Source: an optimization exercise on an open RTL-to-GDS flow (aim: small area and a short achievable clock period). Production flows keep margins and buffers that such runs may drop. At most, simulation tests tie the RTL to the original design; equivalence was not proved. Only the layout flow was run in runs 3 and 4; the RTL was not checked for function there. Power figures rest on the tool's default switching activity, not on a simulated workload.

==> flow/design.v, too long to show whole: its modules and the start of the top module <==
// module iron_coef_rom: 70 lines
// module cic5_dec32: 157 lines
// module add27: 111 lines
// module fir_iron_mac: 83 lines
// module mul_tree: 534 lines
// module add47: 231 lines
// module chan_decim: 27 lines
module chan_decim (
    input  wire        clk,
    input  wire        rst,         
    input  wire        bit_valid,
    input  wire        bit_in,
    output wire        out_valid,
    output wire [39:0] out_v
);
  // ...
==> flow/flow/run.sh <==
#!/bin/bash
# Standard layout (the standard.sh, standard synthesis unchanged) with
# timing repair aimed at a setup slack margin, so the resizer also works on
# paths that already meet the 12 ns clock. Output goes to flow_make.log.
set -euo pipefail
export SETUP_SLACK_MARGIN=8.3
bash standard.sh > flow_make.log 2>&1
==> flow/standard.sh <==
#!/bin/bash
# synth_recipe.tcl (not shown) runs the flow's synth.tcl, then flattens the netlist and writes it again
# the make line also repeats each setting of config.mk as NAME=value (left out here)
make -C /OpenROAD-flow-scripts/flow DESIGN_CONFIG=/design/flow/config.mk WORK_HOME=/design/flow/orfs CLKGATE_MAP_FILE= SYNTH_SCRIPT=/design/flow/synth_recipe.tcl "${@:-finish}"
==> flow/config.mk <==
export PLATFORM = sky130hd
export DESIGN_NAME = chan_decim
export DESIGN_NICKNAME = chan_decim
export VERILOG_FILES = /design/flow/design.v
export SDC_FILE = /design/flow/constraint.sdc
export NUM_CORES = 4
export LEC_CHECK = 0
export CAP_MARGIN = 20
export CORE_MARGIN = 2
export CORE_UTILIZATION = 70
export CTS_CLUSTER_DIAMETER = 60
export CTS_CLUSTER_SIZE = 24
export SLEW_MARGIN = 20
==> flow/constraint.sdc <==
create_clock -name core_clock -period 12.0 [get_ports {clk}]
set_input_delay 2.4000 -clock core_clock [delete_from_list [all_inputs] [get_ports {clk}]]
set_output_delay 2.4000 -clock core_clock [all_outputs]
set_load 0.01 [all_outputs]
==> results.sh, run 1 <==
export IMPL_status="complete, no violations"
export IMPL_synth_seq_cells=1875
export IMPL_whs_ps=298
export IMPL_cts_setup_buffers=51
export IMPL_post_dp_cell_area_sq_um=60200
export IMPL_worst_pin_slew_ps=988
export IMPL_use_met1_pct=35.5
export IMPL_gp_congestion=0.910
export IMPL_synth_edf_count=23
export IMPL_critical_path_startpoint="u_cic.x[5]"
export IMPL_wl_met1_mm=49.1
export IMPL_synth_main_ff_cell="dfxtp_1"
export IMPL_seq_area_sq_um=37900
export IMPL_drive_above_1_share_pct=9.81
export IMPL_dp_hpwl_mm=69.3
export IMPL_clk_power_mw=3.74
export IMPL_setup_viol=0
export IMPL_worst_setup_path_type="reg2reg"
export IMPL_antenna_found_initial=1
export IMPL_totalPowerFinal_mw=15.9
export IMPL_setup_ws_ps=8290
export IMPL_syn_area_sq_um=59200
export IMPL_stdcell_count=5703
export IMPL_die_x_um=295
export IMPL_p_seq_share_pct=44.0
export IMPL_power_leader="registers"
export IMPL_power_frac_clock_pct=23.5
export IMPL_p_per_area_nw_per_um2=249
export IMPL_internal_power_mw=10.5
export IMPL_cp_required_ps=12550
export IMPL_clockNetworkAreaShare_pct=5.01
==> inputs of run 2 (changes only) <==
--- a/flow/config.mk
+++ b/flow/config.mk
@@ -8,6 +8,6 @@
 export CAP_MARGIN = 20
 export CORE_MARGIN = 2
 export CORE_UTILIZATION = 70
-export CTS_CLUSTER_DIAMETER = 60
-export CTS_CLUSTER_SIZE = 24
+export CTS_CLUSTER_DIAMETER = 50
+export CTS_CLUSTER_SIZE = 20
 export SLEW_MARGIN = 20
==> results.sh, run 2 <==
export IMPL_status="complete, no violations"
export IMPL_slew_violations=0
export IMPL_die_x_um=295
export IMPL_final_cell_area_sq_um=65100
export IMPL_vias=31700
export IMPL_p_sw_mw=5.71
export IMPL_grt_max_degree=185
export IMPL_yosysWarnings=4
export IMPL_gp_congestion=0.910
export IMPL_viasPerCell=5.50
export IMPL_post_dp_cell_area_sq_um=60200
export IMPL_port_buffers=44
export IMPL_cpMostUsedCell="fa_1"
export IMPL_top_register="u_fir.ring"
export IMPL_internal_power_mw=11.1
export IMPL_synthesis_nets=5025
export IMPL_power_frac_clock_pct=26.2
export IMPL_layout_commonest_cell="dfxtp_1"
export IMPL_antenna_found_initial=1
export IMPL_fin_nets=5050
export IMPL_ys_types=77
export IMPL_synthTopCellsByCount="dfxtp_1, fa_1, inv_1"
export IMPL_cap_violations=0
export IMPL_critical_path_top_delay_family="adder cells"
export IMPL_ant_nets=0
export IMPL_final_setup_skew_ps=35.1
export IMPL_syn_area_sq_um=59200
export IMPL_fin_tns_setup_ps=0
export IMPL_p_per_area_nw_per_um2=258
export IMPL_netlist_area_leader_share_pct=62.6
export IMPL_cts_hold_buf=0
export IMPL_synth_edf_count=23
export IMPL_wl_per_cell_um=21.3
export IMPL_design_core_area_sq_um=83700
export IMPL_root_buffer="clkbuf_16"
export IMPL_fp_dieArea_sq_um=86900
export IMPL_peakVddDrop_uv=185
export IMPL_synth_cells=4536
export IMPL_worst_ep_arrival_time_ps=4410
export IMPL_fmax_mhz=264
export IMPL_clock_sinks=1875
export IMPL_drive_above_1_share_pct=11.0
export IMPL_start_kind="flop"
export IMPL_syn_to_final_growth_pct=9.89
export IMPL_cts_tree="built"
export IMPL_syn_area_per_cell_sq_um=13.1
export IMPL_num_rows=106
export IMPL_path_clk_slew_ps=80
export IMPL_remaining_drc_errors=0
export IMPL_worst_pin_slew_ps=1010
export IMPL_grt_total_usage_pct=28.6
export IMPL_holdCritPathClass="reg2reg"
export IMPL_pin_count=45
export IMPL_fp_dieH_um=295
export IMPL_synth_area_leaders="dfxtp_1, fa_1, ha_1"
export IMPL_drtIter0Drc=2694
export IMPL_hold_viol=0
export IMPL_cp_required_ps=12630
export IMPL_synth_seq_cells=1875
export IMPL_cts_max_level=4
export IMPL_reg_largest_list="u_fir.ring (1363), u_fir.c_q (42), u_fir.s_q (42)"
export IMPL_setup_viol=0
export IMPL_cpMaxStageDelayCell="fa_1"
export IMPL_ys_seq_area_share_pct=63.8
export IMPL_largest_reg_flops=1363
export IMPL_swShare_pct=34.0
export IMPL_grt_setup_unrepaired="true"
export IMPL_worst_setup_path_type="reg2reg"
export IMPL_synth_most_common_cell="dfxtp_1"
export IMPL_grt_pass1_vias=33400
export IMPL_relSlewSlack_pct=32.9
export IMPL_path_max_fanout=5
export IMPL_grt_pass1_wl_mm=190
export IMPL_layout_common_cells="dfxtp_1, fa_1, inv_1, xnor2_1, a22oi_1"
export IMPL_crit_path_end_kind="flop"
export IMPL_worstPathCellList="buf_4 -> a22oi_2 -> xor2_1 -> fa_1 -> inv_2 -> fa_1 -> inv_1 -> fa_1 -> inv_2 -> fa_2 -> fa_1"
export IMPL_async_reset_ff_share_pct=0
export IMPL_leakagePower_nw=26.9
export IMPL_start_util_pct=70.7
export IMPL_wl_mm=123
export IMPL_cp_buffers_inverters=4
export IMPL_synth_largest_area_cell="dfxtp_1"
export IMPL_dp_hpwl_mm=69.3
export IMPL_gr_total_overflow=0
export IMPL_synth_main_ff_cell="dfxtp_1"
export IMPL_worstSkewPairLatency_ps=760
export IMPL_finalCriticalPeriod_ps=3790
export IMPL_clk_path_buf_depth=3
export IMPL_min_period_over_period_pct=31.6
export IMPL_drt_first_pass_iters=6
export IMPL_critical_path_max_stage_delay_ps=530
export IMPL_comb_power_share_pct=32.0
export IMPL_p_seq_share_pct=41.8
export IMPL_cts_buffers=130
run 2: cell counts after synthesis:
No cell type changed its count.
run 2: kinds of logic after synthesis:
group | Yosys count | share of synthesized area [%]
AND/OR/NAND/NOR | 723 | 6.29
buffers and inverters | 517 | 3.53
XOR/XNOR | 290 | 4.29
AO/OA/AOI/OAI | 626 | 7.34
adder cells (fa/ha/maj) | 485 | 14.4
multiplexers | 20 | 0.395
flip-flops | 1875 | 63.8
run 2: area by class of cell:
cell class,count,area (sq um)
Antenna cell,2,5.00
Clock buffer,140,3430
Clock inverter,49,622
Fill cell,4781,18600
Inverter,272,1030
Multi-Input combinational cell,2144,19600
Sequential cell,1875,37900
Tap cell,1134,1420
Timing Repair Buffer,138,1070
run 2: path summary, 6_finish.rpt:
check,start,end,slack [ps],cells after the start
max,u_cic.x[5],u_fir.c_q[21],8210,11
max reg2reg,u_cic.x[5],u_fir.c_q[21],8210,11
min reg2reg,u_fir.ring[800],u_fir.ring[753],310,0
min,u_fir.ring[800],u_fir.ring[753],310,0
run 2: repair_timing:
action                                  CTS  global route
gates resized for setup                 267            64
endpoints found under the setup margin  102            53
setup buffers                            58            20
pin swaps                                 7            34
run 2: per-layer routing:
layer | part of all wire [%] | GRT usage [%]
met1 | 41 | 36.8
met5 | 0 | 0
met4 | 3.3 | 10.3
met2 | 50 | 49.2
met3 | 5.2 | 4.62
run 2: metrics by stage:
stage               total power, mW  worst slack (ps)  hold WS (ps)  cells  utilization [%]
CTS                            16.7              8240           310   5732             77.3
floorplan                      10.8              8330           310   4536                -
global route                   17.8              8140           308   5752             77.7
detailed placement             12.1              7580           312   5485             71.9
global placement               11.9              7660           310   5485             71.9
finish                         16.8              8210           311   5754             77.7
run 2: power by group through the flow:
stage                     combinational (mW)  clock (mW)  sequential (mW)
after detailed placement                4.98           0             7.14
after floorplan                         3.87           0             6.93
after global routing                    6.06        4.68             7.05
final                                   5.37        4.39             7.02
after CTS                               5.25        4.44             7.01
after global placement                  4.81           0             7.13
==> module cic5_dec32, before the edit <==
module cic5_dec32 (
    input  wire        clk,
    input  wire        rst,
    input  wire        bit_valid,
    input  wire        bit_in,
    output reg         x_pre,       
    output reg         x_valid,
    output reg  [22:0] x
);
    localparam integer NC = 4;                   
    localparam integer NS = NC + 4;              
    function integer WD(input integer q);
        WD = (q < 2) ? 7 : 6;
    endfunction
    function integer LO(input integer q);
        LO = (q < 2) ? 7 * q : 14 + 6 * (q - 2);
    endfunction
    reg  [25:0]   i1, i2, i3, i4, i5;
    reg  [NS-1:1] vd;                            
    wire [NS-1:0] vq = {vd, bit_valid};          
    reg  [NS-1:0] lq;                            
    reg  [NC-1:1] k1, k2, k3, k4, k5;            
    reg  [4:0]    phase;
    function [7:0] rip(input [6:0] a, input [6:0] b, input ci, input integer n);
        integer j;
        reg c;
        begin
            c = ci;
            rip = 8'd0;
            for (j = 0; j < n; j = j + 1) begin
                rip[j] = a[j] ^ b[j] ^ c;
                c = (a[j] & b[j]) | (a[j] & c) | (b[j] & c);
            end
            rip[7] = c;
        end
    endfunction
    wire [25:0] p1, p2, p3, p4, p5;
    wire [NC:1] o1, o2, o3, o4, o5;
    genvar q;
    generate
        for (q = 0; q < NC; q = q + 1) begin : g_chunk
            localparam integer L = LO(q);
            localparam integer N = WD(q);
            wire [6:0] e1 = (q == 0) ? {6'd0, vq[0] & bit_in} : 7'd0;
            wire [6:0] e2 = vq[q + 1] ? i1[L +: N] : 7'd0;
            wire [6:0] e3 = vq[q + 2] ? i2[L +: N] : 7'd0;
            wire [6:0] e4 = vq[q + 3] ? i3[L +: N] : 7'd0;
            wire [6:0] e5 = vq[q + 4] ? i4[L +: N] : 7'd0;
            wire       c1 = (q == 0) ? 1'b0 : k1[q];
            wire       c2 = (q == 0) ? 1'b0 : k2[q];
            wire       c3 = (q == 0) ? 1'b0 : k3[q];
            wire       c4 = (q == 0) ? 1'b0 : k4[q];
            wire       c5 = (q == 0) ? 1'b0 : k5[q];
            wire [7:0] r1 = rip(i1[L +: N], e1, c1, N);
            wire [7:0] r2 = rip(i2[L +: N], e2, c2, N);
            wire [7:0] r3 = rip(i3[L +: N], e3, c3, N);
            wire [7:0] r4 = rip(i4[L +: N], e4, c4, N);
            wire [7:0] r5 = rip(i5[L +: N], e5, c5, N);
            assign p1[L +: N] = r1[N-1:0]; assign o1[q+1] = r1[7];
            assign p2[L +: N] = r2[N-1:0]; assign o2[q+1] = r2[7];
            assign p3[L +: N] = r3[N-1:0]; assign o3[q+1] = r3[7];
            assign p4[L +: N] = r4[N-1:0]; assign o4[q+1] = r4[7];
            assign p5[L +: N] = r5[N-1:0]; assign o5[q+1] = r5[7];
        end
    endgenerate
    always @(posedge clk) begin
        if (rst) begin
            i1 <= 26'd0; i2 <= 26'd0; i3 <= 26'd0; i4 <= 26'd0; i5 <= 26'd0;
            k1 <= {(NC-1){1'b0}}; k2 <= {(NC-1){1'b0}}; k3 <= {(NC-1){1'b0}};
            k4 <= {(NC-1){1'b0}}; k5 <= {(NC-1){1'b0}};
            vd <= {(NS-1){1'b0}};
            lq <= {NS{1'b0}};
            phase <= 5'd0;
        end else begin
            i1 <= p1; i2 <= p2; i3 <= p3; i4 <= p4; i5 <= p5;
            k1 <= o1[NC-1:1]; k2 <= o2[NC-1:1]; k3 <= o3[NC-1:1];
            k4 <= o4[NC-1:1]; k5 <= o5[NC-1:1];
            vd <= vq[NS-2:0];
            lq <= {lq[NS-2:0], bit_valid && (phase == 5'd31)};
            if (bit_valid)
                phase <= phase + 5'd1;
        end
    end
    reg  [25:0] w0, w1, w2, w3, w4;
    reg  [2:0]  rp;
    reg  [25:0] acc;
    reg         busy, init;
    reg  [2:0]  sq;
    reg  [3:0]  cnt;
    reg         step, rnd;                      
    reg  [25:0] zc;
    always @* begin
        case (rp)
            3'd1:    zc = 26'h0018950;
            3'd2:    zc = 26'h3c8e700;
            3'd3:    zc = 26'h1287000;
            3'd4:    zc = 26'h2100000;
            default: zc = 26'h0000000;
        endcase
    end
    wire [25:0] opb  = step ? ~w0 : {25'd0, rnd & acc[2]};
    wire [26:0] sm1;
    add27 u_add (.a({acc, 1'b1}), .b({opb, step | rnd}), .s(sm1));
    wire [25:0] sum  = sm1[26:1];
    wire [2:0]  rp1  = (rp == 3'd4) ? 3'd0 : rp + 3'd1;
    wire [2:0]  sq1  = (step || rnd) ? sq + 3'd1 : sq;
    wire [25:0] lmask;
    generate
        for (q = 0; q < NC; q = q + 1) begin : g_lmask
            assign lmask[LO(q) +: WD(q)] = {WD(q){lq[4 + q]}};
        end
    endgenerate
    wire [25:0] accn = (lmask & i5) | (~lmask & sum);
    always @(posedge clk) begin
        w0 <= w1; w1 <= w2; w2 <= w3; w3 <= w4;
        w4 <= step ? acc : init ? zc : w0;
        acc <= accn;
        if (rst) begin
            rp <= 3'd0;
            busy <= 1'b0;
            init <= 1'b1;
            sq <= 3'd0;
            cnt <= 4'd0;
            step <= 1'b0;
            rnd <= 1'b0;
            x_valid <= 1'b0;
            x_pre <= 1'b0;
        end else begin
            rp <= rp1;
            if (rp == 3'd4)
                init <= 1'b0;
            x_valid <= 1'b0;
            x_pre <= busy && (cnt == 4'd9);
            step <= 1'b0;
            rnd <= 1'b0;
            if (lq[NS-1]) begin
                busy <= 1'b1;
                sq <= 3'd0;
                cnt <= 4'd0;
                step <= (rp1 == 3'd0);
            end else if (busy) begin
                cnt <= cnt + 4'd1;
                sq <= sq1;
                step <= (sq1 == rp1);
                rnd <= (sq1 == 3'd5);
                if (cnt == 4'd10) begin
                    busy <= 1'b0;
                    x_valid <= 1'b1;
                    step <= 1'b0;
                    rnd <= 1'b0;
                end
            end
        end
        if (busy && cnt == 4'd10)
            x <= acc[25] ? 23'h7fffff : acc[24:2];
    end
endmodule
==> inputs of run 3 (changes only) <==
--- a/flow/design.v
+++ b/flow/design.v
@@ -158,6 +158,8 @@
     reg  [2:0]  sq;
     reg  [3:0]  cnt;
     reg         step, rnd;                      
+    reg  [NC-1:1] stq, rnq;                     
+    reg  [NC-1:1] ak;                           
     reg  [25:0] zc;
     always @* begin
         case (rp)
@@ -168,23 +170,34 @@
             default: zc = 26'h0000000;
         endcase
     end
-    wire [25:0] opb  = step ? ~w0 : {25'd0, rnd & acc[2]};
-    wire [26:0] sm1;
-    add27 u_add (.a({acc, 1'b1}), .b({opb, step | rnd}), .s(sm1));
-    wire [25:0] sum  = sm1[26:1];
-    wire [2:0]  rp1  = (rp == 3'd4) ? 3'd0 : rp + 3'd1;
-    wire [2:0]  sq1  = (step || rnd) ? sq + 3'd1 : sq;
-    wire [25:0] lmask;
+    wire [NC-1:0] st  = {stq, step};
+    wire [NC-1:0] rn  = {rnq, rnd};
+    wire [25:0] zq  = {w2[25:20], w3[19:14], w4[13:7], w0[6:0]};   
+    wire [25:0] accn;
+    wire [NC:1] ao;
     generate
-        for (q = 0; q < NC; q = q + 1) begin : g_lmask
-            assign lmask[LO(q) +: WD(q)] = {WD(q){lq[4 + q]}};
+        for (q = 0; q < NC; q = q + 1) begin : g_comb
+            localparam integer L = LO(q);
+            localparam integer N = WD(q);
+            wire [6:0] ob = st[q] ? ~zq[L +: N] :
+                            {6'd0, (q == 0) & rn[q] & acc[2]};
+            wire       ci = (q == 0) ? (st[q] | rn[q]) : ak[q];
+            wire [7:0] r  = rip(acc[L +: N], ob, ci, N);
+            assign ao[q+1] = r[7];
+            assign accn[L +: N] = lq[4 + q] ? i5[L +: N] : r[N-1:0];
         end
     endgenerate
-    wire [25:0] accn = (lmask & i5) | (~lmask & sum);
+    wire [2:0]  rp1  = (rp == 3'd4) ? 3'd0 : rp + 3'd1;
+    wire [2:0]  sq1  = (step || rnd) ? sq + 3'd1 : sq;
     always @(posedge clk) begin
-        w0 <= w1; w1 <= w2; w2 <= w3; w3 <= w4;
-        w4 <= step ? acc : init ? zc : w0;
+        w0 <= w1;
+        w1 <= {st[3] ? acc[25:20] : w2[25:20], w2[19:0]};
+        w2 <= {w3[25:20], st[2] ? acc[19:14] : w3[19:14], w3[13:0]};
+        w3 <= {w4[25:14], st[1] ? acc[13:7] : w4[13:7], w4[6:0]};
+        w4 <= {init ? zc[25:7] : w0[25:7],
+               st[0] ? acc[6:0] : init ? zc[6:0] : w0[6:0]};
         acc <= accn;
+        ak <= ao[NC-1:1];
         if (rst) begin
             rp <= 3'd0;
             busy <= 1'b0;
@@ -193,17 +206,21 @@
             cnt <= 4'd0;
             step <= 1'b0;
             rnd <= 1'b0;
+            stq <= {(NC-1){1'b0}};
+            rnq <= {(NC-1){1'b0}};
             x_valid <= 1'b0;
             x_pre <= 1'b0;
         end else begin
             rp <= rp1;
             if (rp == 3'd4)
                 init <= 1'b0;
+            stq <= st[NC-2:0];
+            rnq <= rn[NC-2:0];
             x_valid <= 1'b0;
-            x_pre <= busy && (cnt == 4'd9);
+            x_pre <= busy && (cnt == 4'd12);
             step <= 1'b0;
             rnd <= 1'b0;
-            if (lq[NS-1]) begin
+            if (lq[4]) begin
                 busy <= 1'b1;
                 sq <= 3'd0;
                 cnt <= 4'd0;
@@ -213,7 +230,7 @@
                 sq <= sq1;
                 step <= (sq1 == rp1);
                 rnd <= (sq1 == 3'd5);
-                if (cnt == 4'd10) begin
+                if (cnt == 4'd13) begin
                     busy <= 1'b0;
                     x_valid <= 1'b1;
                     step <= 1'b0;
@@ -221,121 +238,10 @@
                 end
             end
         end
-        if (busy && cnt == 4'd10)
+        if (busy && cnt == 4'd13)
             x <= acc[25] ? 23'h7fffff : acc[24:2];
     end
 endmodule
-module add27 (
-    input  wire [26:0] a, b,
-    output wire [26:0] s
-);
-  wire [26:0] g0 = a & b, p0 = a ^ b;
-  wire g1_1 = g0[1] | (p0[1] & g0[0]);
-  wire p1_1 = p0[1] & p0[0];
-  wire g1_3 = g0[3] | (p0[3] & g0[2]);
-  wire p1_3 = p0[3] & p0[2];
-  wire g1_5 = g0[5] | (p0[5] & g0[4]);
-  wire p1_5 = p0[5] & p0[4];
-  wire g1_7 = g0[7] | (p0[7] & g0[6]);
-  wire p1_7 = p0[7] & p0[6];
-  wire g1_9 = g0[9] | (p0[9] & g0[8]);
-  wire p1_9 = p0[9] & p0[8];
-  wire g1_11 = g0[11] | (p0[11] & g0[10]);
-  wire p1_11 = p0[11] & p0[10];
-  wire g1_13 = g0[13] | (p0[13] & g0[12]);
-  wire p1_13 = p0[13] & p0[12];
-  wire g1_15 = g0[15] | (p0[15] & g0[14]);
-  wire p1_15 = p0[15] & p0[14];
-  wire g1_17 = g0[17] | (p0[17] & g0[16]);
-  wire p1_17 = p0[17] & p0[16];
-  wire g1_19 = g0[19] | (p0[19] & g0[18]);
-  wire p1_19 = p0[19] & p0[18];
-  wire g1_21 = g0[21] | (p0[21] & g0[20]);
-  wire p1_21 = p0[21] & p0[20];
-  wire g1_23 = g0[23] | (p0[23] & g0[22]);
-  wire p1_23 = p0[23] & p0[22];
-  wire g1_25 = g0[25] | (p0[25] & g0[24]);
-  wire p1_25 = p0[25] & p0[24];
-  wire g2_2 = g0[2] | (p0[2] & g1_1);
-  wire p2_2 = p0[2] & p1_1;
-  wire g2_3 = g1_3 | (p1_3 & g1_1);
-  wire p2_3 = p1_3 & p1_1;
-  wire g2_6 = g0[6] | (p0[6] & g1_5);
-  wire p2_6 = p0[6] & p1_5;
-  wire g2_7 = g1_7 | (p1_7 & g1_5);
-  wire p2_7 = p1_7 & p1_5;
-  wire g2_10 = g0[10] | (p0[10] & g1_9);
-  wire p2_10 = p0[10] & p1_9;
-  wire g2_11 = g1_11 | (p1_11 & g1_9);
-  wire p2_11 = p1_11 & p1_9;
-  wire g2_14 = g0[14] | (p0[14] & g1_13);
-  wire p2_14 = p0[14] & p1_13;
-  wire g2_15 = g1_15 | (p1_15 & g1_13);
-  wire p2_15 = p1_15 & p1_13;
-  wire g2_18 = g0[18] | (p0[18] & g1_17);
-  wire p2_18 = p0[18] & p1_17;
-  wire g2_19 = g1_19 | (p1_19 & g1_17);
-  wire p2_19 = p1_19 & p1_17;
-  wire g2_22 = g0[22] | (p0[22] & g1_21);
-  wire p2_22 = p0[22] & p1_21;
-  wire g2_23 = g1_23 | (p1_23 & g1_21);
-  wire p2_23 = p1_23 & p1_21;
-  wire g3_4 = g0[4] | (p0[4] & g2_3);
-  wire p3_4 = p0[4] & p2_3;
-  wire g3_5 = g1_5 | (p1_5 & g2_3);
-  wire p3_5 = p1_5 & p2_3;
-  wire g3_6 = g2_6 | (p2_6 & g2_3);
-  wire p3_6 = p2_6 & p2_3;
-  wire g3_7 = g2_7 | (p2_7 & g2_3);
-  wire p3_7 = p2_7 & p2_3;
-  wire g3_12 = g0[12] | (p0[12] & g2_11);
-  wire p3_12 = p0[12] & p2_11;
-  wire g3_13 = g1_13 | (p1_13 & g2_11);
-  wire p3_13 = p1_13 & p2_11;
-  wire g3_14 = g2_14 | (p2_14 & g2_11);
-  wire p3_14 = p2_14 & p2_11;
-  wire g3_15 = g2_15 | (p2_15 & g2_11);
-  wire p3_15 = p2_15 & p2_11;
-  wire g3_20 = g0[20] | (p0[20] & g2_19);
-  wire p3_20 = p0[20] & p2_19;
-  wire g3_21 = g1_21 | (p1_21 & g2_19);
-  wire p3_21 = p1_21 & p2_19;
-  wire g3_22 = g2_22 | (p2_22 & g2_19);
-  wire p3_22 = p2_22 & p2_19;
-  wire g3_23 = g2_23 | (p2_23 & g2_19);
-  wire p3_23 = p2_23 & p2_19;
-  wire g4_8 = g0[8] | (p0[8] & g3_7);
-  wire p4_8 = p0[8] & p3_7;
-  wire g4_9 = g1_9 | (p1_9 & g3_7);
-  wire p4_9 = p1_9 & p3_7;
-  wire g4_10 = g2_10 | (p2_10 & g3_7);
-  wire p4_10 = p2_10 & p3_7;
-  wire g4_11 = g2_11 | (p2_11 & g3_7);
-  wire p4_11 = p2_11 & p3_7;
-  wire g4_12 = g3_12 | (p3_12 & g3_7);
-  wire p4_12 = p3_12 & p3_7;
-  wire g4_13 = g3_13 | (p3_13 & g3_7);
-  wire p4_13 = p3_13 & p3_7;
-  wire g4_14 = g3_14 | (p3_14 & g3_7);
-  wire p4_14 = p3_14 & p3_7;
-  wire g4_15 = g3_15 | (p3_15 & g3_7);
-  wire p4_15 = p3_15 & p3_7;
-  wire g4_24 = g0[24] | (p0[24] & g3_23);
-  wire p4_24 = p0[24] & p3_23;
-  wire g4_25 = g1_25 | (p1_25 & g3_23);
-  wire p4_25 = p1_25 & p3_23;
-  wire g5_16 = g0[16] | (p0[16] & g4_15);
-  wire g5_17 = g1_17 | (p1_17 & g4_15);
-  wire g5_18 = g2_18 | (p2_18 & g4_15);
-  wire g5_19 = g2_19 | (p2_19 & g4_15);
-  wire g5_20 = g3_20 | (p3_20 & g4_15);
-  wire g5_21 = g3_21 | (p3_21 & g4_15);
-  wire g5_22 = g3_22 | (p3_22 & g4_15);
-  wire g5_23 = g3_23 | (p3_23 & g4_15);
-  wire g5_24 = g4_24 | (p4_24 & g4_15);
-  wire g5_25 = g4_25 | (p4_25 & g4_15);
-  assign s = p0 ^ {g5_25, g5_24, g5_23, g5_22, g5_21, g5_20, g5_19, g5_18, g5_17, g5_16, g4_15, g4_14, g4_13, g4_12, g4_11, g4_10, g4_9, g4_8, g3_7, g3_6, g3_5, g3_4, g2_3, g2_2, g1_1, g0[0], 1'b0};
-endmodule
 module fir_iron_mac (
     input  wire               clk,
     input  wire               rst,
--- a/flow/config.mk
+++ b/flow/config.mk
@@ -8,6 +8,6 @@
 export CAP_MARGIN = 20
 export CORE_MARGIN = 2
 export CORE_UTILIZATION = 70
-export CTS_CLUSTER_DIAMETER = 50
-export CTS_CLUSTER_SIZE = 20
+export CTS_CLUSTER_DIAMETER = 60
+export CTS_CLUSTER_SIZE = 24
 export SLEW_MARGIN = 20
==> results.sh, run 3 <==
export IMPL_status="complete, no violations"
export IMPL_start_kind="flop"
export IMPL_setup_viol=0
export IMPL_path_max_fanout=5
export IMPL_cts_max_level=3
export IMPL_post_dp_cell_area_sq_um=60100
export IMPL_ant_nets=0
export IMPL_swShare_pct=34.3
export IMPL_worstSkewPairLatency_ps=710
export IMPL_synth_seq_cells=1881
export IMPL_netlist_area_leader_share_pct=62.9
export IMPL_final_setup_skew_ps=55.3
export IMPL_ys_types=69
export IMPL_drive_above_1_share_pct=11.1
export IMPL_design_core_area_sq_um=83700
export IMPL_gp_congestion=0.914
export IMPL_critical_path_max_stage_delay_ps=570
export IMPL_synthTopCellsByCount="dfxtp_1, fa_1, inv_1"
export IMPL_syn_area_sq_um=59100
export IMPL_start_util_pct=70.7
export IMPL_fp_dieH_um=295
export IMPL_critical_path_top_delay_family="adder cells"
export IMPL_relSlewSlack_pct=40.4
export IMPL_p_per_area_nw_per_um2=251
export IMPL_clock_sinks=1881
export IMPL_syn_area_per_cell_sq_um=13.2
export IMPL_grt_pass1_vias=31900
export IMPL_totalPowerFinal_mw=16.1
export IMPL_leakagePower_nw=26.7
export IMPL_internal_power_mw=10.6
export IMPL_slew_violations=0
export IMPL_final_cell_area_sq_um=64300
export IMPL_grt_total_usage_pct=26.8
export IMPL_wl_per_cell_um=20.1
export IMPL_syn_to_final_growth_pct=8.71
export IMPL_synth_most_common_cell="dfxtp_1"
export IMPL_cap_violations=0
export IMPL_drtIter0Drc=2271
export IMPL_peakVddDrop_uv=214
export IMPL_viasPerCell=5.36
export IMPL_power_frac_clock_pct=23.0
export IMPL_root_buffer="clkbuf_16"
export IMPL_r2r_start="u_cic.x[10]"
export IMPL_p_seq_share_pct=43.3
export IMPL_wl_mm=114
export IMPL_comb_power_share_pct=33.7
export IMPL_synth_main_ff_cell="dfxtp_1"
export IMPL_synthesis_nets=4966
export IMPL_grt_pass1_wl_mm=179
export IMPL_remaining_drc_errors=0
export IMPL_clk_path_buf_depth=3
export IMPL_top_register="u_fir.ring"
export IMPL_num_rows=106
export IMPL_synth_largest_area_cell="dfxtp_1"
export IMPL_min_delay_start="u_fir.ring[1099]"
export IMPL_reg_largest_list="u_fir.ring (1363), u_fir.c_q (42), u_fir.s_q (42)"
export IMPL_yosysWarnings=4
export IMPL_dp_hpwl_mm=68.4
export IMPL_p_sw_mw=5.54
export IMPL_crit_path_end_kind="flop"
export IMPL_hold_viol=0
export IMPL_die_x_um=295
export IMPL_pin_count=45
export IMPL_postLayoutCoreUtil_pct=76.8
export IMPL_vias=30400
export IMPL_port_buffers=44
export IMPL_fmax_mhz=264
export IMPL_grt_setup_unrepaired="true"
export IMPL_antennaDiodeCount=0
export IMPL_cts_tree="built"
export IMPL_ys_seq_area_share_pct=64.1
export IMPL_cts_buffers=103
export IMPL_whs_ps=295
export IMPL_antenna_found_initial=4
export IMPL_largest_reg_flops=1363
export IMPL_finalCriticalPeriod_ps=3790
export IMPL_grt_max_degree=84
export IMPL_fin_tns_setup_ps=0
export IMPL_layout_common_cells="dfxtp_1, fa_1, inv_1, xnor2_1, a22oi_1"
export IMPL_synth_cells=4479
export IMPL_gr_total_overflow=0
export IMPL_fp_dieArea_sq_um=86800
export IMPL_cpMaxStageDelayCell="fa_2"
export IMPL_cp_buffers_inverters=3
export IMPL_synth_edf_count=23
export IMPL_cpMostUsedCell="fa_1"
export IMPL_synth_area_leaders="dfxtp_1, fa_1, xnor2_1"
export IMPL_drt_first_pass_iters=6
export IMPL_worst_pin_slew_ps=893
export IMPL_fin_nets=4980
export IMPL_layout_commonest_cell="dfxtp_1"
export IMPL_critical_path_startpoint="u_cic.x[10]"
export IMPL_holdCritPathClass="reg2reg"
export IMPL_worst_setup_path_type="reg2reg"
export IMPL_path_clk_slew_ps=90
export IMPL_async_reset_ff_share_pct=0
export IMPL_worst_ep_arrival_time_ps=4410
export IMPL_worstPathCellList="buf_6 -> a22oi_2 -> xnor2_2 -> fa_2 -> fa_1 -> inv_2 -> fa_1 -> inv_1 -> fa_1 -> fa_2"
export IMPL_cp_required_ps=12610
export IMPL_min_period_over_period_pct=31.6
run 3: cell type report:
cell class	count	area, sq um
Tap cell	1134	1420
Sequential cell	1881	38000
Clock buffer	110	2620
Fill cell	4890	19400
Inverter	316	1190
Timing Repair Buffer	149	1170
Multi-Input combinational cell	2042	19300
Clock inverter	38	569
run 3: worst register-to-register path, stage by stage (launching register included):
cell,delay [ps]
edfxtp_1,550
buf_6,190
a22oi_2,230
xnor2_2,160
fa_2,460
fa_1,500
inv_2,40
fa_1,490
inv_1,50
fa_1,470
fa_2,570
run 3: power by group through the flow:
stage,clock [mW],sequential (mW),combinational (mW)
detailed placement,0,7.11,5.13
floorplan,0,6.94,3.87
finish,3.71,6.99,5.45
global route,4.01,7.02,6.13
CTS,3.79,6.98,5.34
global placement,0,7.10,4.89
run 3: layer usage:
| layer | global-route usage [%] | up-vias | part of all wire (%) |
|---|---|---|---|
| met5 | 0 | - | 0 |
| met4 | 10.6 | 0 | 3.9 |
| met3 | 3.99 | 265 | 5.0 |
| met2 | 44.7 | 895 | 49 |
| met1 | 35.4 | 15000 | 42 |
| li1 | - | 14200 | - |
run 3: cell families after synthesis:
family	synth area share [%]
buffers and inverters	3.78
xor gates and xnor gates	4.18
AOI/OAI and AO/OA	6.24
muxes	1.24
DFF	64.1
and+or+nand+nor	5.92
adders and majority gates	14.6
run 3: what timing repair did:
item / CTS / global route
setup buffers: 51 / 33
pin swaps: 6 / 41
resized for setup: 240 / 71
gates cloned: 0 / 0
hold buffers: 0 / 0
setup endpoints to repair: 101 / 57
run 3: through the flow:
stage / setup slack, ps / std cells
after floorplan: 8270 / 4479
after global placement: 7640 / 5438
after detailed placement: 7580 / 5438
after CTS: 8300 / 5637
after global routing: 8110 / 5670
final: 8210 / 5670
run 3: worst paths after layout:
check / end / slack [ps] / cells past startpoint
worst max-delay path: u_fir.c_q[26] / 8210 / 10
worst min-delay path: u_fir.ring[1052] / 290 / 0
worst min register to register: u_fir.ring[1052] / 290 / 0
worst max register to register: u_fir.c_q[26] / 8210 / 10
==> inputs of run 4 (changes only) <==
==> flow/flow/run.sh (replaced) <==
#!/bin/bash
# Standard layout (the standard.sh, standard synthesis unchanged) with
# timing repair aimed at a setup slack margin, so the resizer also works on
# paths that already meet the 12 ns clock. Output goes to flow_make.log.
set -euo pipefail
export SETUP_SLACK_MARGIN=8.1
bash standard.sh > flow_make.log 2>&1
==> results.sh, run 4 <==
export IMPL_p_sw_mw=5.41
export IMPL_place_detailed_instances=5436
export IMPL_cp_required_ps=12560
export IMPL_num_rows=106
export IMPL_viasPerCell=5.36
export IMPL_synthesis_nets=4966
export IMPL_post_dp_cell_area_sq_um=60100
export IMPL_cts_tree="built"
export IMPL_clk_path_buf_depth=3
export IMPL_remaining_drc_errors=0
export IMPL_gp_congestion=0.945
export IMPL_grt_setup_unrepaired="true"
export IMPL_wl_mm=110
export IMPL_synth_edf_count=23
export IMPL_p_per_area_nw_per_um2=250
export IMPL_top_register="u_fir.ring"
export IMPL_crit_path_end_kind="flop"
export IMPL_synth_largest_area_cell="dfxtp_1"
export IMPL_finalCriticalPeriod_ps=3830
export IMPL_synth_main_ff_cell="dfxtp_1"
export IMPL_worst_pin_slew_ps=1220
export IMPL_cts_max_level=3
export IMPL_postLayoutCoreUtil_pct=76.3
export IMPL_antenna_found_initial=3
export IMPL_drt_first_pass_iters=6
export IMPL_cp_buffers_inverters=2
export IMPL_cap_violations=0
export IMPL_status="complete, no violations"
export IMPL_design_core_area_sq_um=83700
export IMPL_p_seq_share_pct=43.7
export IMPL_cts_hold_buf=0
export IMPL_leakagePower_nw=26.6
export IMPL_path_max_fanout=23
export IMPL_async_reset_ff_share_pct=0
export IMPL_largest_reg_flops=1363
export IMPL_fillers=5003
export IMPL_fmax_mhz=261
export IMPL_synth_area_leaders="dfxtp_1, fa_1, xnor2_1"
export IMPL_yosysWarnings=4
export IMPL_timing_reg2reg_setup_slack_ps=8170
export IMPL_clock_sinks=1881
export IMPL_worst_setup_path_type="reg2reg"
export IMPL_grt_pass1_wl_mm=175
export IMPL_path_clk_slew_ps=90
export IMPL_vias=30200
export IMPL_comb_power_share_pct=32.1
export IMPL_drive_above_1_share_pct=7.56
export IMPL_wl_per_cell_um=19.5
export IMPL_start_util_pct=70.7
export IMPL_holdCritPathClass="reg2reg"
export IMPL_dp_hpwl_mm=66.7
export IMPL_worst_ep_arrival_time_ps=4390
export IMPL_synth_cells=4479
export IMPL_port_buffers=44
export IMPL_final_setup_skew_ps=57.8
export IMPL_fin_tns_setup_ps=0
export IMPL_synthTopCellsByCount="dfxtp_1, fa_1, inv_1"
export IMPL_min_period_over_period_pct=31.9
export IMPL_syn_area_per_cell_sq_um=13.2
export IMPL_grt_max_degree=85
export IMPL_relSlewSlack_pct=18.2
export IMPL_syn_to_final_growth_pct=7.95
export IMPL_final_cell_area_sq_um=63800
export IMPL_cpMostUsedCell="fa_1"
export IMPL_synth_most_common_cell="dfxtp_1"
export IMPL_worstPathCellList="a22oi_1 -> xnor2_1 -> fa_1 -> inv_1 -> fa_1 -> inv_1 -> fa_1 -> fa_1"
export IMPL_cpMaxStageDelayCell="dfxtp_1"
export IMPL_stdcell_count=5634
export IMPL_hold_viol=0
export IMPL_gr_total_overflow=0
export IMPL_start_kind="flop"
export IMPL_internal_power_mw=10.6
export IMPL_cts_buffers=103
export IMPL_grt_total_usage_pct=25.9
export IMPL_power_frac_clock_pct=24.1
export IMPL_synth_seq_cells=1881
export IMPL_fin_nets=4939
export IMPL_root_buffer="clkbuf_16"
export IMPL_die_x_um=295
export IMPL_fp_dieArea_sq_um=86800
export IMPL_reg_largest_list="u_fir.ring (1363), u_fir.c_q (42), u_fir.s_q (42)"
export IMPL_syn_area_sq_um=59100
export IMPL_antennaDiodeCount=0
export IMPL_ys_types=69
export IMPL_ant_nets=0
export IMPL_critical_path_top_delay_family="adder cells"
export IMPL_pin_count=45
export IMPL_whs_ps=298
export IMPL_ys_seq_area_share_pct=64.1
export IMPL_grt_pass1_vias=32000
export IMPL_setup_viol=0
export IMPL_peakVddDrop_uv=197
export IMPL_netlist_area_leader_share_pct=62.9
export IMPL_slew_violations=0
export IMPL_fp_dieH_um=295
export IMPL_drtIter0Drc=2188
export IMPL_layout_commonest_cell="dfxtp_1"
export IMPL_worstSkewPairLatency_ps=720
export IMPL_critical_path_max_stage_delay_ps=1140
export IMPL_swShare_pct=33.9
export IMPL_layout_common_cells="dfxtp_1, fa_1, inv_1, a22oi_1, xnor2_1"
run 4: worst paths after layout:
kind,start,to,cells past startpoint
setup reg to reg,u_fir.m_one[2],u_fir.c_q[24],8
hold / removal,u_fir.ring[129],u_fir.ring[82],0
hold reg to reg,u_fir.ring[129],u_fir.ring[82],0
setup / recovery,u_fir.m_one[2],u_fir.c_q[24],8
run 4: area by class of cell:
| cell class | count | area [sq um] | area share [%] |
|---|---|---|---|
| timing repair buffer | 108 | 872 | 1.37 |
| inverter | 316 | 1190 | 1.87 |
| clock inverter | 42 | 707 | 1.11 |
| clock buffer | 111 | 2660 | 4.16 |
| tap | 1134 | 1420 | 2.22 |
| multi-input combinational | 2042 | 19100 | 29.9 |
| sequential | 1881 | 37900 | 59.4 |
run 4: stage by stage:
| step | power (mW) | worst slack, ps |
|---|---|---|
| after floorplan | 10.8 | 8120 |
| after global placement | 12.0 | 7620 |
| after detailed placement | 12.2 | 7540 |
| after CTS | 16.1 | 8100 |
| after global routing | 17.1 | 8050 |
| final | 16.0 | 8170 |
run 4: cells by family (layout without fill, tap and decap cells):
group,count (synthesis),after routing,share of synthesized area (%)
AO/OA/AOI/OAI,524,524,6.24
XOR/XNOR,282,282,4.18
adder cells (fa/ha/maj),483,483,14.6
buffers and inverters,556,577,3.78
flip-flops,1881,1881,64.1
multiplexers,64,64,1.24
AND/OR/NAND/NOR,689,689,5.92
run 4: layer usage:
metal | wire length (um) | GRT usage (%) | vias up
met4 | 4130 | 9.66 | 0
met3 | 4920 | 3.22 | 232
li1 | - | - | 14200
met5 | 0 | 0 | -
met1 | 47300 | 34.6 | 15000
met2 | 53400 | 43.7 | 795
run 4: power by group through the flow:
stage | clock, mW | combinational, mW | sequential, mW
global placement | 0 | 4.87 | 7.10
CTS | 3.93 | 5.19 | 6.98
finish | 3.86 | 5.13 | 6.99
detailed placement | 0 | 5.06 | 7.11
global route | 4.14 | 5.91 | 7.02
floorplan | 0 | 3.87 | 6.94
run 4: timing repair:
action / in CTS / in global routing
gates resized for setup: 59 / 20
setup endpoints to repair: 83 / 28
setup buffers: 14 / 31
==> module fir_iron_mac, before the edit <==
module fir_iron_mac (
    input  wire               clk,
    input  wire               rst,
    input  wire               x_pre,      
    input  wire               x_valid,    
    input  wire        [22:0] x,
    output reg                v_valid,
    output wire signed [39:0] v
);
    localparam integer NS = 29;
    localparam integer W  = 47;
    reg  [NS*W-1:0] ring;                
    wire [W-1:0]    r0  = ring[0 +: W];
    wire [W-1:0]    r1  = ring[W +: W];
    wire [W-1:0]    r27 = ring[27*W +: W];
    wire [W-1:0]    r28 = ring[28*W +: W];
    reg  [4:0]  dq, dn;
    reg  [1:0]  p;
    reg  [4:0]  act;
    wire        active = (act != 5'd0);
    wire        minc   = x_pre && (p == 2'd3);
    wire [4:0]  dqn    = minc ? dq : dn;
    wire [4:0]  dnn    = (dqn == 5'd28) ? 5'd0 : dqn + 5'd1;
    wire        actn  = x_valid || (act > 5'd1);
    wire [6:0]  in    = {dn, ~p};
    wire [6:0]  inf   = (in > 7'd57) ? 7'd114 - in : in;
    reg  [6:0]  ra;
    wire [9:0]  b_neg, b_one, b_two;     
    iron_coef_rom u_rom (.idx(ra), .neg(b_neg), .one(b_one), .two(b_two));
    reg  [9:0]  m_neg, m_one, m_two;
    reg         fin_m, clr_m, fin_o, clr_o, fin_28, clr_28;
    reg  [4:0]  wipe;                    
    wire        fin_r = active && (dq == 5'd0) && (p == 2'd3);
    wire        clr_r = active && (dq == 5'd28) && (p == 2'd0);
    wire        inj = fin_m && (r1[7:0] == 8'hff);
    wire [W-1:0] ps, pc;
    mul_tree u_mul (.neg(m_neg), .one(m_one), .two(m_two), .x(x), .inj(inj),
                    .s(ps), .c(pc));
    reg  [W-1:0] s_q, c_q;
    wire [W-1:0] a_s = r0 ^ s_q ^ c_q;
    wire [W-1:0] a_c = {((r0 & s_q) | (r0 & c_q) | (s_q & c_q)), 1'b0};
    wire [W-1:0] a_n;
    add47 u_add (.a(a_s), .b(a_c), .s(a_n));
    wire         sat = fin_28 && r28[46] && !r28[45];
    wire         clr = clr_28 || (wipe != 5'd0);
    wire [W-1:0] n27 = clr ? 47'd63 :
                       sat ? {1'b0, {39{1'b1}}, r28[6:0]} : r28;
    always @(posedge clk) begin
        ring <= {a_n, n27, ring[2*W +: 26*W], r1};
        s_q <= ps;
        c_q <= pc;
        m_neg <= b_neg; m_one <= b_one; m_two <= b_two;
        if (rst) begin
            ra <= 7'h7f;
            dq <= 5'd3;
            dn <= 5'd4;
            p <= 2'd3;
            act <= 5'd0;
            fin_m <= 1'b0; clr_m <= 1'b0;
            fin_o <= 1'b0; clr_o <= 1'b0;
            fin_28 <= 1'b0; clr_28 <= 1'b0;
            v_valid <= 1'b0;
            wipe <= 5'd31;
        end else begin
            ra <= actn ? inf : 7'h7f;
            dq <= dqn;
            dn <= dnn;
            if (x_pre)
                p <= p + 2'd1;
            if (x_valid)
                act <= 5'd29;
            else if (active)
                act <= act - 5'd1;
            fin_m <= fin_r; clr_m <= clr_r;
            fin_o <= fin_m; clr_o <= clr_m;
            fin_28 <= fin_o; clr_28 <= clr_o;
            v_valid <= fin_28;
            if (wipe != 5'd0)
                wipe <= wipe - 5'd1;
        end
    end
    assign v = r27[46:7];
endmodule
==> inputs of run 5 (changes only) <==
--- a/flow/design.v
+++ b/flow/design.v
@@ -276,9 +276,10 @@
     reg  [4:0]  wipe;                    
     wire        fin_r = active && (dq == 5'd0) && (p == 2'd3);
     wire        clr_r = active && (dq == 5'd28) && (p == 2'd0);
+    reg  [22:0] xr;
     wire        inj = fin_m && (r1[7:0] == 8'hff);
     wire [W-1:0] ps, pc;
-    mul_tree u_mul (.neg(m_neg), .one(m_one), .two(m_two), .x(x), .inj(inj),
+    mul_tree u_mul (.neg(m_neg), .one(m_one), .two(m_two), .x(xr), .inj(inj),
                     .s(ps), .c(pc));
     reg  [W-1:0] s_q, c_q;
     wire [W-1:0] a_s = r0 ^ s_q ^ c_q;
@@ -291,6 +292,7 @@
                        sat ? {1'b0, {39{1'b1}}, r28[6:0]} : r28;
     always @(posedge clk) begin
         ring <= {a_n, n27, ring[2*W +: 26*W], r1};
+        xr <= x;
         s_q <= ps;
         c_q <= pc;
         m_neg <= b_neg; m_one <= b_one; m_two <= b_two;
==> flow/flow/run.sh (replaced) <==
#!/bin/bash
# Standard layout (the standard.sh, standard synthesis unchanged) with
# timing repair aimed at a setup slack margin, so the resizer also works on
# paths that already meet the 12 ns clock. Output goes to flow_make.log.
set -euo pipefail
export SETUP_SLACK_MARGIN=8.6
bash standard.sh > flow_make.log 2>&1
==> results.sh, run 5 <==
export IMPL_status="complete, no violations"
export IMPL_dp_hpwl_mm=65.8
export IMPL_setup_viol=0
export IMPL_viasPerCell=5.35
export IMPL_pin_count=45
export IMPL_start_util_pct=71.0
export IMPL_grt_max_degree=115
export IMPL_final_cell_area_sq_um=65600
export IMPL_totalPowerFinal_mw=16.0
export IMPL_use_met1_pct=33.5
export IMPL_antenna_found_initial=0
export IMPL_internal_power_mw=10.7
export IMPL_post_dp_cell_area_sq_um=60700
export IMPL_largest_reg_flops=1363
export IMPL_async_reset_ff_share_pct=0
export IMPL_synthTopCellsByCount="dfxtp_1, fa_1, inv_1"
export IMPL_gp_congestion=0.918
export IMPL_ys_seq_area_share_pct=64.4
export IMPL_die_x_um=296
export IMPL_worstPathCellList="buf_6"
export IMPL_cp_depth=1
export IMPL_gr_total_overflow=0
export IMPL_design_core_area_sq_um=84000
export IMPL_place_detailed_instances=5457
export IMPL_layout_commonest_cell="dfxtp_1"
export IMPL_yosysWarnings=4
export IMPL_cpMaxStageDelayCell="dfxtp_4"
export IMPL_peakVddDrop_uv=205
export IMPL_wl_per_cell_um=19.5
export IMPL_start_kind="flop"
export IMPL_worstSkewPairLatency_ps=720
export IMPL_power_frac_clock_pct=23.4
export IMPL_fp_dieArea_sq_um=87500
export IMPL_cap_violations=0
export IMPL_p_sw_mw=5.35
export IMPL_synth_most_common_cell="dfxtp_1"
export IMPL_path_max_fanout=2
export IMPL_grt_setup_unrepaired="true"
export IMPL_ys_types=74
export IMPL_slew_violations=0
export IMPL_swShare_pct=33.4
export IMPL_vias=30500
export IMPL_synth_main_ff_cell="dfxtp_1"
export IMPL_worst_pin_slew_ps=934
export IMPL_port_buffers=44
export IMPL_syn_area_per_cell_sq_um=13.3
export IMPL_cts_tree="built"
export IMPL_layout_common_cells="dfxtp_1, inv_1, fa_1, xnor2_1, a22oi_1"
export IMPL_ant_nets=0
export IMPL_grt_pass1_vias=32200
export IMPL_hold_viol=0
export IMPL_final_setup_skew_ps=48.4
export IMPL_fin_nets=5018
export IMPL_drtIter0Drc=2176
export IMPL_critical_path_max_stage_delay_ps=360
export IMPL_reg_largest_list="u_fir.ring (1363), u_fir.c_q (42), u_fir.s_q (42)"
export IMPL_clock_sinks=1904
export IMPL_worst_ep_arrival_time_ps=1190
export IMPL_worst_setup_path_type="reg2out"
export IMPL_relSlewSlack_pct=37.7
export IMPL_p_per_area_nw_per_um2=244
export IMPL_synth_seq_cells=1904
export IMPL_fp_dieH_um=296
export IMPL_synthesis_nets=4982
export IMPL_synth_area_leaders="dfxtp_1, fa_1, xnor2_1"
export IMPL_min_period_over_period_pct=29.9
export IMPL_p_seq_share_pct=43.6
export IMPL_wl_mm=111
export IMPL_grt_met2_usage_pct=44.0
export IMPL_cts_buffers=102
export IMPL_path_clk_slew_ps=90
export IMPL_holdCritPathClass="reg2reg"
export IMPL_drt_first_pass_iters=6
export IMPL_root_buffer="clkbuf_16"
export IMPL_fmax_mhz=278
export IMPL_gr_usage_met3_pct=4.09
export IMPL_synth_largest_area_cell="dfxtp_1"
export IMPL_grt_pass1_wl_mm=174
export IMPL_synth_cells=4495
export IMPL_comb_power_share_pct=32.9
export IMPL_r2r_cells=11
export IMPL_cp_required_ps=9600
export IMPL_remaining_drc_errors=0
export IMPL_leakagePower_nw=26.9
export IMPL_finalCriticalPeriod_ps=3590
export IMPL_netlist_area_leader_share_pct=63.2
export IMPL_num_rows=106
export IMPL_stdcell_count=5708
export IMPL_grt_total_usage_pct=25.7
export IMPL_clk_path_buf_depth=3
export IMPL_critical_path_top_delay_family="flip-flops"
export IMPL_syn_to_final_growth_pct=10.1
export IMPL_drive_above_1_share_pct=14.5
export IMPL_cp_buffers_inverters=1
export IMPL_synth_edf_count=23
export IMPL_grt_most_used_layer="met2"
export IMPL_fin_tns_setup_ps=0
export IMPL_cts_max_level=3
export IMPL_holdPathStages=0
export IMPL_crit_path_end_kind="output pin"
export IMPL_top_register="u_fir.ring"
export IMPL_syn_area_sq_um=59600
## run 5: logic make-up after synthesis
logic type,Yosys count,share of synthesized area [%]
DFF,1904,64.4
and+or+nand+nor,687,5.83
buffers and inverters,556,3.76
AOI/OAI and AO/OA,519,6.12
adders and majority gates,483,14.5
xor gates and xnor gates,277,4.07
muxes,69,1.37
## run 5: cell type report
| class | count | area, sq um |
|---|---|---|
| Clock buffer | 107 | 2570 |
| Fill cell | 4792 | 18300 |
| Tap cell | 1134 | 1420 |
| Timing Repair Buffer | 170 | 1600 |
| Antenna cell | 1 | 2.50 |
| Sequential cell | 1904 | 38600 |
| Multi-Input combinational cell | 2035 | 19600 |
| Inverter | 318 | 1220 |
| Clock inverter | 39 | 619 |
## run 5: stage by stage
| stage | setup WS [ps] | utilization [%] | hold WS [ps] |
|---|---|---|---|
| after floorplan | 8500 | - | 310 |
| after global placement | 7710 | 72.3 | 310 |
| after detailed placement | 7660 | 72.3 | 312 |
| after CTS | 8360 | 77.7 | 297 |
| after global routing | 8340 | 78.1 | 300 |
| final | 8410 | 78.2 | 284 |
## run 5: final timing paths
check | from | end | slack, ps
hold / removal | u_fir.ring[586] | u_fir.ring[539] | 280
hold reg to reg | u_fir.ring[586] | u_fir.ring[539] | 280
setup / recovery | u_fir.ring[1297] | out_v[21] | 8410
setup reg to reg | u_fir.m_one[7] | u_fir.c_q[23] | 8420
## run 5: repair_timing
item                                    4_1_cts  5_1_grt
buffers inserted                             87       14
resized for setup                           413      100
gates cloned                                  3        0
hold endpoints to repair                      0        0
hold buffers                                  0        0
pin swaps                                    54       51
endpoints found under the setup margin      117      106
## run 5: power groups by stage
stage | Clock [mW] | Combinational, mW | Sequential, mW
2_1_floorplan | 0 | 3.74 | 7.01
4_1_cts | 3.81 | 5.17 | 6.98
3_5_place_dp | 0 | 4.86 | 7.16
6_report | 3.75 | 5.27 | 6.98
3_3_place_gp | 0 | 4.68 | 7.15
5_1_grt | 4.04 | 6.00 | 7.02
## run 5: routing by layer
| layer | wire, um | vias up |
|---|---|---|
| met5 | 0 | - |
| met4 | 3500 | 0 |
| met3 | 5400 | 267 |
| met2 | 55100 | 851 |
| met1 | 47300 | 15100 |
| li1 | - | 14300 |
==> inputs of run 6 (changes only) <==
==> flow/flow/run.sh (replaced) <==
#!/bin/bash
# Standard layout (the standard.sh, standard synthesis unchanged) with
# timing repair aimed at a setup slack margin, so the resizer also works on
# paths that already meet the 12 ns clock. Output goes to flow_make.log.
set -euo pipefail
export SETUP_SLACK_MARGIN=8.3
bash standard.sh > flow_make.log 2>&1
--- a/flow/config.mk
+++ b/flow/config.mk
@@ -10,4 +10,5 @@
 export CORE_UTILIZATION = 70
 export CTS_CLUSTER_DIAMETER = 60
 export CTS_CLUSTER_SIZE = 24
+export GPL_ROUTABILITY_DRIVEN = 0
 export SLEW_MARGIN = 20
==> results.sh, run 6 <==
export IMPL_cp_buffers_inverters=1
export IMPL_grt_total_usage_pct=22.6
export IMPL_fmax_mhz=274
export IMPL_synth_main_ff_cell="dfxtp_1"
export IMPL_setup_viol=0
export IMPL_fp_dieH_um=296
export IMPL_syn_area_per_cell_sq_um=13.3
export IMPL_syn_area_sq_um=59600
export IMPL_worst_setup_path_type="reg2out"
export IMPL_grt_setup_unrepaired="false"
export IMPL_min_delay_start="u_fir.ring[1245]"
export IMPL_worst_pin_slew_ps=891
export IMPL_layout_common_cells="dfxtp_1, fa_1, inv_1, xnor2_1, a22oi_1"
export IMPL_start_kind="flop"
export IMPL_timing_reg2reg_setup_slack_ps=8400
export IMPL_path_clk_slew_ps=90
export IMPL_peakVddDrop_uv=192
export IMPL_gr_total_overflow=0
export IMPL_largest_reg_flops=1363
export IMPL_cap_violations=0
export IMPL_cpMaxStageDelayCell="dfxtp_2"
export IMPL_stdcell_count=5624
export IMPL_vias=29400
export IMPL_critical_path_top_delay_family="flip-flops"
export IMPL_crit_path_end_kind="output pin"
export IMPL_drive_above_1_share_pct=9.44
export IMPL_clk_path_buf_depth=3
export IMPL_synth_largest_area_cell="dfxtp_1"
export IMPL_cp_required_ps=9600
export IMPL_dp_hpwl_mm=61.2
export IMPL_synth_cells=4495
export IMPL_fp_dieArea_sq_um=87500
export IMPL_final_setup_skew_ps=80.0
export IMPL_place_detailed_instances=5457
export IMPL_cts_buffers=102
export IMPL_status="complete, no violations"
export IMPL_synth_seq_cells=1904
export IMPL_grt_pass1_wl_mm=157
export IMPL_pin_count=45
export IMPL_grt_max_degree=90
export IMPL_wl_per_cell_um=17.1
export IMPL_remaining_drc_errors=0
export IMPL_cts_max_level=3
export IMPL_totalPowerFinal_mw=15.5
export IMPL_async_reset_ff_share_pct=0
export IMPL_fin_tns_setup_ps=0
export IMPL_r2r_start="u_fir.m_one[7]"
export IMPL_synth_most_common_cell="dfxtp_1"
export IMPL_reg_largest_list="u_fir.ring (1363), u_fir.c_q (42), u_fir.s_q (42)"
export IMPL_hold_viol=0
export IMPL_r2r_cells=11
export IMPL_synthesis_nets=4982
export IMPL_num_rows=106
export IMPL_port_buffers=44
export IMPL_critical_path_max_stage_delay_ps=340
export IMPL_finalCriticalPeriod_ps=3650
export IMPL_synth_edf_count=23
export IMPL_yosysWarnings=4
export IMPL_p_per_area_nw_per_um2=241
export IMPL_top_register="u_fir.ring"
export IMPL_wl_mm=96.3
export IMPL_setup_ws_ps=8350
export IMPL_synthTopCellsByCount="dfxtp_1, fa_1, inv_1"
export IMPL_viasPerCell=5.22
export IMPL_netlist_area_leader_share_pct=63.2
export IMPL_min_period_over_period_pct=30.4
export IMPL_holdCritPathClass="reg2reg"
export IMPL_worst_ep_arrival_time_ps=1250
export IMPL_leakagePower_nw=26.5
export IMPL_layout_commonest_cell="dfxtp_1"
export IMPL_clock_sinks=1904
export IMPL_cts_hold_buf=0
export IMPL_path_max_fanout=2
export IMPL_worstSkewPairLatency_ps=720
export IMPL_die_x_um=296
export IMPL_holdPathEnd="u_fir.ring[1198]"
export IMPL_design_core_area_sq_um=84000
export IMPL_fin_nets=4936
export IMPL_grt_pass1_vias=30200
export IMPL_timing_rr_end="u_fir.c_q[19]"
export IMPL_worstPathCellList="clkdlybuf4s15_2"
export IMPL_start_util_pct=71.0
export IMPL_ys_seq_area_share_pct=64.4
export IMPL_ant_nets=0
export IMPL_ys_types=74
export IMPL_syn_to_final_growth_pct=7.69
export IMPL_antenna_found_initial=2
export IMPL_post_place_ws_ps=7600
export IMPL_relSlewSlack_pct=40.6
export IMPL_drt_first_pass_iters=7
export IMPL_synth_area_leaders="dfxtp_1, fa_1, xnor2_1"
export IMPL_antennaDiodeCount=0
export IMPL_cts_tree="built"
export IMPL_holdPathStages=0
export IMPL_root_buffer="clkbuf_16"
export IMPL_final_cell_area_sq_um=64200
export IMPL_slew_violations=0
export IMPL_post_dp_cell_area_sq_um=60600
export IMPL_drtIter0Drc=2331
## run 6: cell counts after synthesis
Identical to the previous run, type by type.
## run 6: final cells by class
type / instances / area (sq um)
clock inverters: 38 / 694
fillers: 5137 / 19800
clock buffers: 107 / 2600
well taps: 1134 / 1420
inverters: 318 / 1210
flip-flops and latches: 1904 / 38500
multi-input cells: 2035 / 19000
repair buffers: 88 / 658
## run 6: power breakdown
part	switching, mW	total, mW	internal [mW]	leakage (nW)
registers	0.259	7.00	6.74	15.5
clock network	2.03	3.76	1.73	1.59
logic	2.72	4.73	2.01	9.47
total	5.01	15.5	10.5	26.5
## run 6: layer usage
metal  global-route usage (%)  up-vias  wire [um]
met2                     36.8      765      44400
met1                     31.4    14200      43500
met5                        0        -          0
met4                     7.40        0       3080
li1                         -    14200          -
met3                     3.31      208       5270
## run 6: metrics by stage
step	hold WS, ps	utilization, %
3_3_place_gp	310	72.2
2_1_floorplan	310	-
3_5_place_dp	312	72.2
4_1_cts	298	76.1
6_report	294	76.4
5_1_grt	305	76.4
## run 6: worst max-delay path by stage
stage                     start  slack (ps)  cells after the start       endpoint
2_1_floorplan    u_fir.m_neg[5]        8270                     12  u_fir.c_q[24]
3_3_place_gp     u_fir.m_neg[4]        7640                      7  u_fir.c_q[27]
3_5_place_dp     u_fir.m_neg[4]        7600                      7  u_fir.c_q[27]
4_1_cts            u_cic.stq[1]        8260                     12  u_cic.acc[13]
5_1_grt          u_fir.m_neg[8]        8300                      9  u_fir.c_q[26]
6_report       u_fir.ring[1314]        8350                      1      out_v[38]
## run 6: logic make-up (layout without fill, tap and decap cells)
group                      after synthesis  after routing  synth area share (%)
muxes                                   69             69                  1.37
and+or+nand+nor                        687            687                  5.83
xor gates and xnor gates               277            277                  4.07
DFF                                   1904           1904                  64.4
adders and majority gates              483            483                  14.5
AOI/OAI and AO/OA                      519            519                  6.12
buffers and inverters                  556            551                  3.76
## run 6: repair_timing
action / 4_1_cts / 5_1_grt
pin swaps: 0 / 1
endpoints found under the setup margin: 92 / 57
buffers inserted: 4 / 18
gates resized for setup: 241 / 55
==> inputs of run 7 (changes only) <==
--- a/flow/config.mk
+++ b/flow/config.mk
@@ -10,5 +10,4 @@
 export CORE_UTILIZATION = 70
 export CTS_CLUSTER_DIAMETER = 60
 export CTS_CLUSTER_SIZE = 24
-export GPL_ROUTABILITY_DRIVEN = 0
 export SLEW_MARGIN = 20
==> results.sh, run 7 <==
export IMPL_worstPathCellList="clkdlybuf4s15_2"
export IMPL_yosysWarnings=4
export IMPL_gr_total_overflow=0
export IMPL_synth_area_leaders="dfxtp_1, fa_1, xnor2_1"
export IMPL_clock_sinks=1904
export IMPL_grt_most_used_layer="met2"
export IMPL_synth_edf_count=23
export IMPL_post_place_ws_ps=7520
export IMPL_peakVddDrop_uv=198
export IMPL_final_setup_skew_ps=25.6
export IMPL_gp_congestion=0.904
export IMPL_synth_most_common_cell="dfxtp_1"
export IMPL_design_core_area_sq_um=84000
export IMPL_largest_reg_flops=1363
export IMPL_grt_pass1_wl_mm=169
export IMPL_cpMaxStageDelayCell="dfxtp_2"
export IMPL_syn_area_sq_um=59600
export IMPL_synthTopCellsByCount="dfxtp_1, fa_1, inv_1"
export IMPL_ys_types=74
export IMPL_use_met1_pct=32.4
export IMPL_start_util_pct=71.0
export IMPL_critical_path_startpoint="u_fir.ring[1293]"
export IMPL_fp_dieArea_sq_um=87500
export IMPL_num_rows=106
export IMPL_layout_commonest_cell="dfxtp_1"
export IMPL_path_max_fanout=2
export IMPL_worst_ep_arrival_time_ps=1240
export IMPL_die_x_um=296
export IMPL_min_period_over_period_pct=30.3
export IMPL_finalCriticalPeriod_ps=3640
export IMPL_path_clk_slew_ps=90
export IMPL_start_kind="flop"
export IMPL_crit_path_end_kind="output pin"
export IMPL_dp_hpwl_mm=65.9
export IMPL_viasPerCell=5.31
export IMPL_port_buffers=44
export IMPL_setup_ws_ps=8360
export IMPL_gr_usage_met3_pct=3.78
export IMPL_root_buffer="clkbuf_16"
export IMPL_synth_main_ff_cell="dfxtp_1"
export IMPL_worst_setup_path_type="reg2out"
export IMPL_cp_required_ps=9600
export IMPL_pin_count=45
export IMPL_clk_path_buf_depth=3
export IMPL_drtIter0Drc=2118
export IMPL_cts_buffers=103
export IMPL_fin_tns_setup_ps=0
export IMPL_wl_mm=107
export IMPL_grt_setup_unrepaired="false"
export IMPL_layout_common_cells="dfxtp_1, fa_1, inv_1, xnor2_1, a22oi_1"
export IMPL_remaining_drc_errors=0
export IMPL_syn_area_per_cell_sq_um=13.3
export IMPL_p_per_area_nw_per_um2=244
export IMPL_fmax_mhz=275
export IMPL_relSlewSlack_pct=37.7
export IMPL_antenna_found_initial=1
export IMPL_top_register="u_fir.ring"
export IMPL_holdCritPathClass="reg2reg"
export IMPL_cap_violations=0
export IMPL_r2r_start="u_fir.m_one[7]"
export IMPL_synth_largest_area_cell="dfxtp_1"
export IMPL_slew_violations=0
export IMPL_status="complete, no violations"
export IMPL_cts_tree="built"
export IMPL_netlist_area_leader_share_pct=63.2
export IMPL_grt_met2_usage_pct=42.6
export IMPL_grt_max_degree=96
export IMPL_antennaDiodeCount=0
export IMPL_drt_first_pass_iters=6
export IMPL_synthesis_nets=4982
export IMPL_grt_total_usage_pct=24.8
export IMPL_cp_buffers_inverters=1
export IMPL_synth_cells=4495
export IMPL_leakagePower_nw=26.6
export IMPL_min_delay_start="u_fir.ring[56]"
export IMPL_fp_dieH_um=296
export IMPL_worst_pin_slew_ps=935
export IMPL_grt_pass1_vias=31500
export IMPL_hold_viol=0
export IMPL_synth_seq_cells=1904
export IMPL_ant_nets=0
export IMPL_fin_nets=4954
export IMPL_reg_largest_list="u_fir.ring (1363), u_fir.c_q (42), u_fir.s_q (42)"
export IMPL_async_reset_ff_share_pct=0
export IMPL_ys_seq_area_share_pct=64.4
export IMPL_setup_viol=0
export IMPL_wl_per_cell_um=18.9
export IMPL_critical_path_max_stage_delay_ps=330
export IMPL_drive_above_1_share_pct=9.87
export IMPL_syn_to_final_growth_pct=7.85
export IMPL_worstSkewPairLatency_ps=710
export IMPL_critical_path_top_delay_family="flip-flops"
export IMPL_cts_max_level=3
export IMPL_fillers=5010
export IMPL_vias=30000
run 7: cell counts after synthesis:
Identical to the previous run, type by type.
run 7: worst reg2reg max path, cell delays in order, from the launching register on:
cell     delay (ps)
dfxtp_4         410
a22oi_1         230
xor2_1          130
fa_1            550
inv_1            60
fa_1            530
inv_1            50
fa_1            490
inv_1            60
fa_1            480
fa_1            540
run 7: where the power goes:
group          switching, mW  internal (mW)
combinational           2.83           2.06
sequential             0.273           6.74
clock                   2.06           1.69
run 7: final timing paths:
path	cells past startpoint	endpoint	slack, ps
setup / recovery	1	out_v[17]	8360
hold / removal	0	u_fir.ring[9]	310
setup reg to reg	10	u_fir.c_q[24]	8420
hold reg to reg	0	u_fir.ring[9]	310
run 7: final cells by class:
type	count	area, sq um	share of cell area, %
clock buffer	109	2620	4.08
timing repair buffer	105	795	1.24
sequential	1904	38500	60.0
tap	1134	1420	2.21
multi-input combinational	2035	19100	29.7
clock inverter	39	618	0.962
inverter	318	1210	1.88
run 7: layer usage:
layer / up-vias / wire length, um
li1: 14200 / -
met1: 14800 / 46300
met2: 748 / 52500
met3: 219 / 5050
met4: 0 / 3030
met5: - / 0
run 7: cells by family (layout without fill, tap and decap cells):
kind of cell / count (synthesis) / count (layout) / share of synthesized area (%)
flops: 1904 / 1904 / 64.4
compound gates: 519 / 519 / 6.12
buf+inv: 556 / 571 / 3.76
simple gates: 687 / 687 / 5.83
xor+xnor: 277 / 277 / 4.07
mux: 69 / 69 / 1.37
fa+ha+maj: 483 / 483 / 14.5
run 7: what timing repair did:
| action | CTS | global route |
|---|---|---|
| buffers inserted | 9 | 30 |
| gates resized for setup | 260 | 52 |
| hold buffers | 0 | 0 |
| setup endpoints to repair | 93 | 47 |
| gates cloned | 0 | 1 |
run 7: per-stage QoR:
step / area [sq um] / hold slack (ps) / instances / total power [mW] / utilization, %
detailed placement: 60600 / 312 / 5456 / 12.0 / 72.1
global placement: 60600 / 310 / 5456 / 11.8 / 72.1
floorplan: 59600 / 310 / 4495 / 10.7 / -
CTS: 63900 / 317 / 5613 / 15.8 / 76.1
global route: 64200 / 321 / 5644 / 16.8 / 76.5
finish: 64200 / 314 / 5644 / 15.7 / 76.5

==> afterwards: timing with drivers on the ports <==
In the flow no input, the clock included, has a driving cell. The finished layouts below were timed again as built, in two steps. Step 1 (the two cells are an assumption about what drives the block):
set clk [get_ports {clk}]
set_driving_cell -lib_cell sky130_fd_sc_hd__clkbuf_16 $clk
set_driving_cell -lib_cell sky130_fd_sc_hd__buf_2 [delete_from_list [all_inputs] $clk]
Step 2 moves the port delays by t, midway between the first and last clock arrival at a register: inputs arrive t later, outputs are due t later. That takes back most of the time a late clock gives input paths. a / b / c = no drivers / after step 1 / after step 2; a / b = the first two.
run	t, ns	setup slack, ns	slew at the worst register clock pin (ns)
run 1	0.755	8.292 / 8.272 / 8.292	0.10 / 0.10
run 2	0.814	8.214 / 8.214 / 8.214	0.10 / 0.10
run 3	0.758	8.206 / 8.206 / 8.206	0.10 / 0.10
run 4	0.764	8.167 / 8.125 / 8.167	0.11 / 0.11
run 5	0.766	8.407 / 8.336 / 8.424	0.10 / 0.10
run 6	0.756	8.355 / 8.285 / 8.405	0.10 / 0.10
run 7	0.768	8.359 / 8.292 / 8.420	0.09 / 0.09
After both steps setup and hold are still met in every run listed.
